Background: an optimization exercise with open tools, aiming at small area, a short achievable clock period and few clock cycles per item. Do not read the settings as production practice.
At most, simulation tests tie the RTL to the original design; equivalence was not proved.

zinc:
==> flow/design.v <==
module enc_filter (
    input  wire        clk,
    input  wire        rst,
    input  wire        line_in,
    input  wire [15:0] min_edge,
    output reg         level,      
    output wire        accept,     
    output wire        reject      
);
    reg        sample;
    reg        pending;
    reg        last;
    reg [15:0] left;
    wire diff = sample ^ level;
    reg [16:0] brw;
    integer i;
    always @(*) begin
        brw[0] = 1'b1;
        for (i = 0; i < 16; i = i + 1)
            brw[i+1] = brw[i] & ~left[i];
    end
    wire [15:0] left_dec = left ^ brw[15:0];
    assign reject = pending & ~diff;
    assign accept = pending & diff & last;
    always @(posedge clk) begin
        if (rst) begin
            sample  <= line_in;
            level   <= line_in;
            pending <= 1'b0;
        end else begin
            sample <= line_in;
            if (!pending) begin
                if (diff) begin
                    pending <= 1'b1;
                    left    <= min_edge;
                    last    <= (min_edge == 16'd1);
                end
            end else if (!diff || last) begin
                pending <= 1'b0;
                if (diff)
                    level <= sample;
            end else begin
                left <= left_dec;
                last <= (left == 16'd2);
            end
        end
    end
endmodule
module pos_scaler (
    input  wire        clk,
    input  wire        rst,
    input  wire [31:0] count,       
    input  wire [31:0] count_ext,   
    input  wire        req_valid,
    output wire        req_ready,
    input  wire        req_set,
    input  wire [63:0] req_value,
    input  wire [31:0] pos_num,     
    input  wire [30:0] pos_den,     
    output reg         resp_valid,
    output wire [63:0] resp_pos
);
    localparam S_IDLE = 2'd0;
    localparam S_MUL  = 2'd1;
    localparam S_DIV  = 2'd2;
    localparam S_FIN  = 2'd3;
    reg [1:0]  state;
    reg [6:0]  cnt;           
    reg [4:0]  mcyc;          
    reg        neg;           
    reg        op_set;
    reg        wfix;          
    reg        yprev;         
    reg [63:0] offset;
    reg [30:0] den;
    reg [31:0] R;             
    reg [31:0] H;             
    reg [63:0] L;             
    reg        fhi;           
    reg        fcy;           
    assign req_ready = (state == S_IDLE);
    assign resp_pos  = L;
    wire c_sign = count_ext[31] ^ (count[31] & (count_ext[30:0] == 31'd0));
    wire c_wrap = (count_ext == 32'h8000_0000) & count[31];
    wire [4:0] pairs_c [0:7];
    wire [4:0] pairs_e [0:7];
    reg  [15:0] pnz;
    reg  [4:0]  m_need;
    integer j;
    genvar g;
    generate
        for (g = 0; g < 8; g = g + 1) begin : g_pairs
            if (g == 0) begin : g_first
                assign pairs_c[g] = {count[3:0], 1'b0};
                assign pairs_e[g] = {count_ext[3:0], 1'b0};
            end else begin : g_rest
                assign pairs_c[g] = count[4*g+3:4*g-1];
                assign pairs_e[g] = count_ext[4*g+3:4*g-1];
            end
        end
    endgenerate
    always @(*) begin
        for (j = 0; j < 8; j = j + 1) begin
            pnz[j]     = (pairs_c[j] != 5'b00000) & (pairs_c[j] != 5'b11111);
            pnz[j + 8] = (pairs_e[j] != 5'b00000) & (pairs_e[j] != 5'b11111);
        end
        m_need = 5'd1;
        for (j = 0; j < 16; j = j + 1)
            if (pnz[j]) m_need = j + 1;
    end
    wire [2:0] b0 = {L[1], L[0], yprev};
    wire [2:0] b1 = {L[3], L[2], L[1]};
    wire top_digit = (cnt[3:0] == 4'd15) & wfix;    
    wire one0 = b0[1] ^ b0[0];
    wire two0 = (b0 == 3'b100) | (b0 == 3'b011);
    wire ng0  = (b0[2] & ~(b0[1] & b0[0])) ^ neg;
    wire one1 = b1[1] ^ b1[0];
    wire two1 = (b1 == 3'b100) | (b1 == 3'b011);
    wire ng1  = ((b1[2] & ~(b1[1] & b1[0])) ^ neg) ^ top_digit;
    wire [33:0] nx  = {{2{R[31]}}, R};
    wire [33:0] pp0 = one0 ? nx : (two0 ? {nx[32:0], 1'b0} : 34'd0);
    wire [33:0] pp1 = one1 ? nx : (two1 ? {nx[32:0], 1'b0} : 34'd0);
    wire        n0  = ng0 & (one0 | two0);
    wire        n1  = ng1 & (one1 | two1);
    wire        fin  = (state == S_FIN);
    wire [31:0] fq;
    wire        fcin;
    wire [35:0] op_a = fin ? {4'd0, offset[31:0]} : {{4{H[31]}}, H};
    wire [35:0] op_b = fin ? {4'd0, fq} : {{2{pp0[33] ^ n0}}, pp0 ^ {34{n0}}};
    wire [35:0] op_c = fin ? 36'd0 : {pp1 ^ {34{n1}}, n1, n1};
    wire        ci0  = fin ? fcin : n0;
    wire        ci1  = fin ? 1'b0 : n1;
    wire [35:0] cs_s = op_a ^ op_b ^ op_c;
    wire [35:0] cs_c = (op_a & op_b) | (op_a & op_c) | (op_b & op_c);
    wire [35:0] msum = cs_s + {cs_c[34:0], ci0} + {35'd0, ci1};
    wire [30:0] sm1  = den | (den >> 1);
    wire [30:0] sm2  = sm1 | (sm1 >> 2);
    wire [30:0] sm4  = sm2 | (sm2 >> 4);
    wire [30:0] sm8  = sm4 | (sm4 >> 8);
    wire [30:0] sm16 = sm8 | (sm8 >> 16);
    wire [30:0] ge_p = ~(sm16 >> 1);
    wire [95:0] V = {H, L};
    wire [46:0] w16 = {R[30:0], V[95:80]};
    wire [38:0] w8  = {R[30:0], V[95:88]};
    wire ok16 = (cnt >= 7'd16) & ~|w16[46:31] & ~|(w16[30:0] & ge_p);
    wire ok8  = (cnt >= 7'd8)  & ~|w8[38:31]  & ~|(w8[30:0]  & ge_p);
    wire [33:0] xw  = {1'b0, R[30:0], V[95], V[94]};
    wire [33:0] dv1 = {3'b000, den};
    wire [33:0] dv2 = {2'b00, den, 1'b0};
    wire [33:0] dA  = xw - dv1;
    wire [33:0] dB  = xw - dv2;
    wire [33:0] c3s = xw ^ ~dv1 ^ ~dv2;
    wire [33:0] c3c = (xw & ~dv1) | (xw & ~dv2) | (~dv1 & ~dv2);
    wire [33:0] dC  = c3s + {c3c[32:0], 1'b1} + 34'd1;    
    wire        q1  = ~dB[33];
    wire        q2  = q1 ? ~dC[33] : ~dA[33];
    wire [30:0] r2  = q1 ? (q2 ? dC[30:0] : dB[30:0]) : (q2 ? dA[30:0] : xw[30:0]);
    wire [6:0] cnt_dec = ok16 ? cnt - 7'd16 : (ok8 ? cnt - 7'd8 : cnt - 7'd2);
    reg [31:0] qmask;
    integer k;
    always @(*) begin
        for (k = 0; k < 32; k = k + 1)
            qmask[k] = ~fhi | ((k >> 2) < mcyc);
    end
    wire rz  = (R[30:0] == 31'd0);
    wire inv = neg ^ op_set;
    assign fq   = (L[31:0] & qmask) ^ {32{inv}};
    assign fcin = fhi ? fcy : (op_set ? (~neg | ~rz) : (neg & rz));
    always @(posedge clk) begin
        if (rst) begin
            state      <= S_IDLE;
            resp_valid <= 1'b0;
            offset     <= 64'd0;
        end else begin
            resp_valid <= 1'b0;
            case (state)
                S_IDLE: begin
                    L      <= {count_ext, count};
                    H      <= 32'd0;
                    R      <= pos_num;
                    den    <= pos_den;
                    neg    <= c_sign ^ pos_num[31];
                    wfix   <= c_wrap;
                    mcyc   <= m_need;
                    op_set <= req_set;
                    yprev  <= 1'b0;
                    fhi    <= 1'b0;
                    cnt    <= 7'd0;
                    if (req_valid) begin
                        if (req_set)
                            offset <= req_value;
                        state <= S_MUL;
                    end
                end
                S_MUL: begin
                    H     <= msum[35:4];
                    L     <= {msum[3:0], L[63:4]};
                    yprev <= (cnt[3:0] == 4'd7) ? 1'b0 : L[3];
                    if (cnt[4:0] + 5'd1 == mcyc) begin
                        R     <= 32'd0;
                        cnt   <= 7'd32 + {mcyc, 2'b00};
                        state <= S_DIV;
                    end else begin
                        cnt <= cnt + 7'd1;
                    end
                end
                S_DIV: begin
                    if (ok16) begin
                        R <= {1'b0, w16[30:0]};
                        {H, L} <= {V[79:0], 16'd0};
                    end else if (ok8) begin
                        R <= {1'b0, w8[30:0]};
                        {H, L} <= {V[87:0], 8'd0};
                    end else begin
                        R <= {1'b0, r2};
                        {H, L} <= {V[93:0], q1, q2};
                    end
                    cnt <= cnt_dec;
                    if (cnt_dec == 7'd0)
                        state <= S_FIN;
                end
                S_FIN: begin
                    fcy <= msum[32];
                    fhi <= 1'b1;
                    if (op_set) begin
                        offset <= {msum[31:0], offset[63:32]};
                        L      <= {offset[31:0], L[63:32]};
                    end else begin
                        offset <= {offset[31:0], offset[63:32]};
                        L      <= {msum[31:0], L[63:32]};
                    end
                    if (fhi) begin
                        resp_valid <= 1'b1;
                        state      <= S_IDLE;
                    end
                end
            endcase
        end
    end
endmodule
module enc_scaler (
    input  wire        clk,
    input  wire        rst,
    input  wire        enc_a,
    input  wire        enc_b,
    input  wire [15:0] min_edge,
    input  wire        cnt_load,
    input  wire [31:0] cnt_load_count,
    input  wire [31:0] cnt_load_ext,
    input  wire        fault_load,
    input  wire [31:0] fault_load_val,
    input  wire        status_clr,
    output wire        filt_a,
    output wire        filt_b,
    output reg  [31:0] count,
    output reg  [31:0] count_ext,
    output reg         wrap_flag,
    output reg  [31:0] fault_count,
    output reg         fault_sat,
    input  wire        req_valid,
    output wire        req_ready,
    input  wire        req_set,
    input  wire [63:0] req_value,
    input  wire [31:0] pos_num,
    input  wire [30:0] pos_den,
    output wire        resp_valid,
    output wire [63:0] resp_pos
);
    wire acc_a, rej_a, acc_b, rej_b;
    enc_filter u_fa (
        .clk(clk), .rst(rst), .line_in(enc_a), .min_edge(min_edge),
        .level(filt_a), .accept(acc_a), .reject(rej_a)
    );
    enc_filter u_fb (
        .clk(clk), .rst(rst), .line_in(enc_b), .min_edge(min_edge),
        .level(filt_b), .accept(acc_b), .reject(rej_b)
    );
    wire both    = acc_a & acc_b;
    wire step_en = (acc_a ^ acc_b) & ~cnt_load;
    wire up      = acc_a ? (filt_a == filt_b) : (filt_a != filt_b);
    reg  [32:0] c_inc, c_dec, e_inc, e_dec;
    integer i;
    always @(*) begin
        c_inc[0] = 1'b1; c_dec[0] = 1'b1;
        e_inc[0] = 1'b1; e_dec[0] = 1'b1;
        for (i = 0; i < 32; i = i + 1) begin
            c_inc[i+1] = c_inc[i] &  count[i];
            c_dec[i+1] = c_dec[i] & ~count[i];
            e_inc[i+1] = e_inc[i] &  count_ext[i];
            e_dec[i+1] = e_dec[i] & ~count_ext[i];
        end
    end
    wire at_max  = c_inc[31] & ~count[31];       
    wire at_min  = c_dec[31] &  count[31];       
    wire wrap_up = step_en &  up & at_max;
    wire wrap_dn = step_en & ~up & at_min;
    wire [31:0] count_step = count ^ (up ? c_inc[31:0] : c_dec[31:0]);
    wire [31:0] ext_step   = count_ext ^ (wrap_dn ? e_dec[31:0] : e_inc[31:0]);
    wire [2:0] fault_inc = {rej_a & rej_b, rej_a ^ rej_b, both};
    wire [3:0] f_lo      = {1'b0, fault_count[2:0]} + {1'b0, fault_inc};
    reg  [29:0] f_all;                           
    always @(*) begin
        f_all[0] = 1'b1;
        for (i = 0; i < 29; i = i + 1)
            f_all[i+1] = f_all[i] & fault_count[i+3];
    end
    wire        f_ovf      = f_lo[3] & f_all[29];
    wire [31:0] fault_next = f_ovf ? 32'hFFFF_FFFF :
                             {fault_count[31:3] ^ (f_all[28:0] & {29{f_lo[3]}}), f_lo[2:0]};
    always @(posedge clk) begin
        if (rst) begin
            count       <= 32'd0;
            count_ext   <= 32'd0;
            wrap_flag   <= 1'b0;
            fault_count <= 32'd0;
            fault_sat   <= 1'b0;
        end else begin
            if (cnt_load) begin
                count     <= cnt_load_count;
                count_ext <= cnt_load_ext;
            end else begin
                if (step_en)
                    count <= count_step;
                if (wrap_up | wrap_dn)
                    count_ext <= ext_step;
            end
            if (wrap_up | wrap_dn)
                wrap_flag <= 1'b1;
            else if (status_clr)
                wrap_flag <= 1'b0;
            if (fault_load)
                fault_count <= fault_load_val;
            else
                fault_count <= fault_next;
            if (!fault_load && fault_inc != 3'd0 && (f_ovf | (f_all[29] & (f_lo == 4'b0111))))
                fault_sat <= 1'b1;
            else if (status_clr)
                fault_sat <= 1'b0;
        end
    end
    pos_scaler u_ps (
        .clk(clk), .rst(rst), .count(count), .count_ext(count_ext),
        .req_valid(req_valid), .req_ready(req_ready),
        .req_set(req_set), .req_value(req_value),
        .pos_num(pos_num), .pos_den(pos_den),
        .resp_valid(resp_valid), .resp_pos(resp_pos)
    );
endmodule
Settings: LEC_CHECK=0, CAP_MARGIN=20, CORE_MARGIN=2, CORE_UTILIZATION=40, PLACE_DENSITY=0.6, SETUP_SLACK_MARGIN=5, SLEW_MARGIN=20; clock period 10.0 ns.
run.sh (not shown) runs the stock make flow with config.mk's settings and CLKGATE_MAP_FILE= SYNTH_SCRIPT=/design/flow/synth_recipe.tcl, a recipe that flattens the netlist after the stock synthesis.
Testbench counts of zinc, summed over its fixed seeds: cycles 31,325, items 800.
The inputs of umber differ from those of zinc as listed below.
--- a/flow/design.v
+++ b/flow/design.v
@@ -143,19 +143,16 @@
     wire [46:0] w16 = {R[30:0], V[95:80]};
     wire [38:0] w8  = {R[30:0], V[95:88]};
     wire ok16 = (cnt >= 7'd16) & ~|w16[46:31] & ~|(w16[30:0] & ge_p);
     wire ok8  = (cnt >= 7'd8)  & ~|w8[38:31]  & ~|(w8[30:0]  & ge_p);
-    wire [33:0] xw  = {1'b0, R[30:0], V[95], V[94]};
-    wire [33:0] dv1 = {3'b000, den};
-    wire [33:0] dv2 = {2'b00, den, 1'b0};
-    wire [33:0] dA  = xw - dv1;
-    wire [33:0] dB  = xw - dv2;
-    wire [33:0] c3s = xw ^ ~dv1 ^ ~dv2;
-    wire [33:0] c3c = (xw & ~dv1) | (xw & ~dv2) | (~dv1 & ~dv2);
-    wire [33:0] dC  = c3s + {c3c[32:0], 1'b1} + 34'd1;    
-    wire        q1  = ~dB[33];
-    wire        q2  = q1 ? ~dC[33] : ~dA[33];
-    wire [30:0] r2  = q1 ? (q2 ? dC[30:0] : dB[30:0]) : (q2 ? dA[30:0] : xw[30:0]);
+    wire [31:0] t1_in = {R[30:0], V[95]};
+    wire [32:0] t1    = {1'b0, t1_in} - {2'b00, den};
+    wire        q1    = ~t1[32];
+    wire [30:0] r1    = q1 ? t1[30:0] : t1_in[30:0];
+    wire [31:0] t2_in = {r1, V[94]};
+    wire [32:0] t2    = {1'b0, t2_in} - {2'b00, den};
+    wire        q2    = ~t2[32];
+    wire [30:0] r2    = q2 ? t2[30:0] : t2_in[30:0];
     wire [6:0] cnt_dec = ok16 ? cnt - 7'd16 : (ok8 ? cnt - 7'd8 : cnt - 7'd2);
     reg [31:0] qmask;
     integer k;
     always @(*) begin
[summary]
Run comparison: umber end point of the critical path u_ps.R[6]$_DFFE_PP_; zinc end point of the critical path u_ps.L[63]$_DFFE_PN_
For zinc, the master of the slowest instance on the critical path was fa_1, unlike umber, where it was edfxtp_1.
In umber the data arrival time at the worst-slack endpoint turned out 0.35 ns higher than in zinc.
Overall global routing resource usage: umber higher than zinc
Taking zinc as the reference point, the multi-input combinational gate total of umber falls by 414.
Of zinc and umber, the run reporting the higher clock latency of the later-clocked register in the worst-skew pair was umber.
Taking zinc as the reference point, the xor and xnor area share after synthesis of umber falls by 0.42 points.
Worst slack after detailed placement ends up higher on umber.
Compare zinc and umber | worst setup slack higher: zinc
The RTL of umber was laid out without a check of its function.

==> what the ideal ports hide <==
The flow's constraints put no driver on any port. The routed layouts listed below were extracted and timed again, unchanged, in two steps. Step 1 assumes that a clkbuf_16 drives the clock port and a buf_2 every other input. Step 2, shift: input delay + t, output delay - t, t = (earliest + latest rising clock arrival at the registers) / 2. This alone moves slack from input paths to output paths. a / b / c = ideal ports / drivers / drivers and shift; a / b = the first two.
| run | shift t [ns] | setup slack, ns | hold slack, ns | worst register clock-pin slew, ns |
|---|---|---|---|---|
| zinc | 0.688 | 4.718 / 4.718 / 4.718 | 0.452 / 0.452 / 0.452 | 0.08 / 0.08 |
| umber | 0.716 | 4.275 / 4.275 / 4.275 | 0.451 / 0.451 / 0.451 | 0.07 / 0.07 |
After both steps every run listed still meets setup and hold.
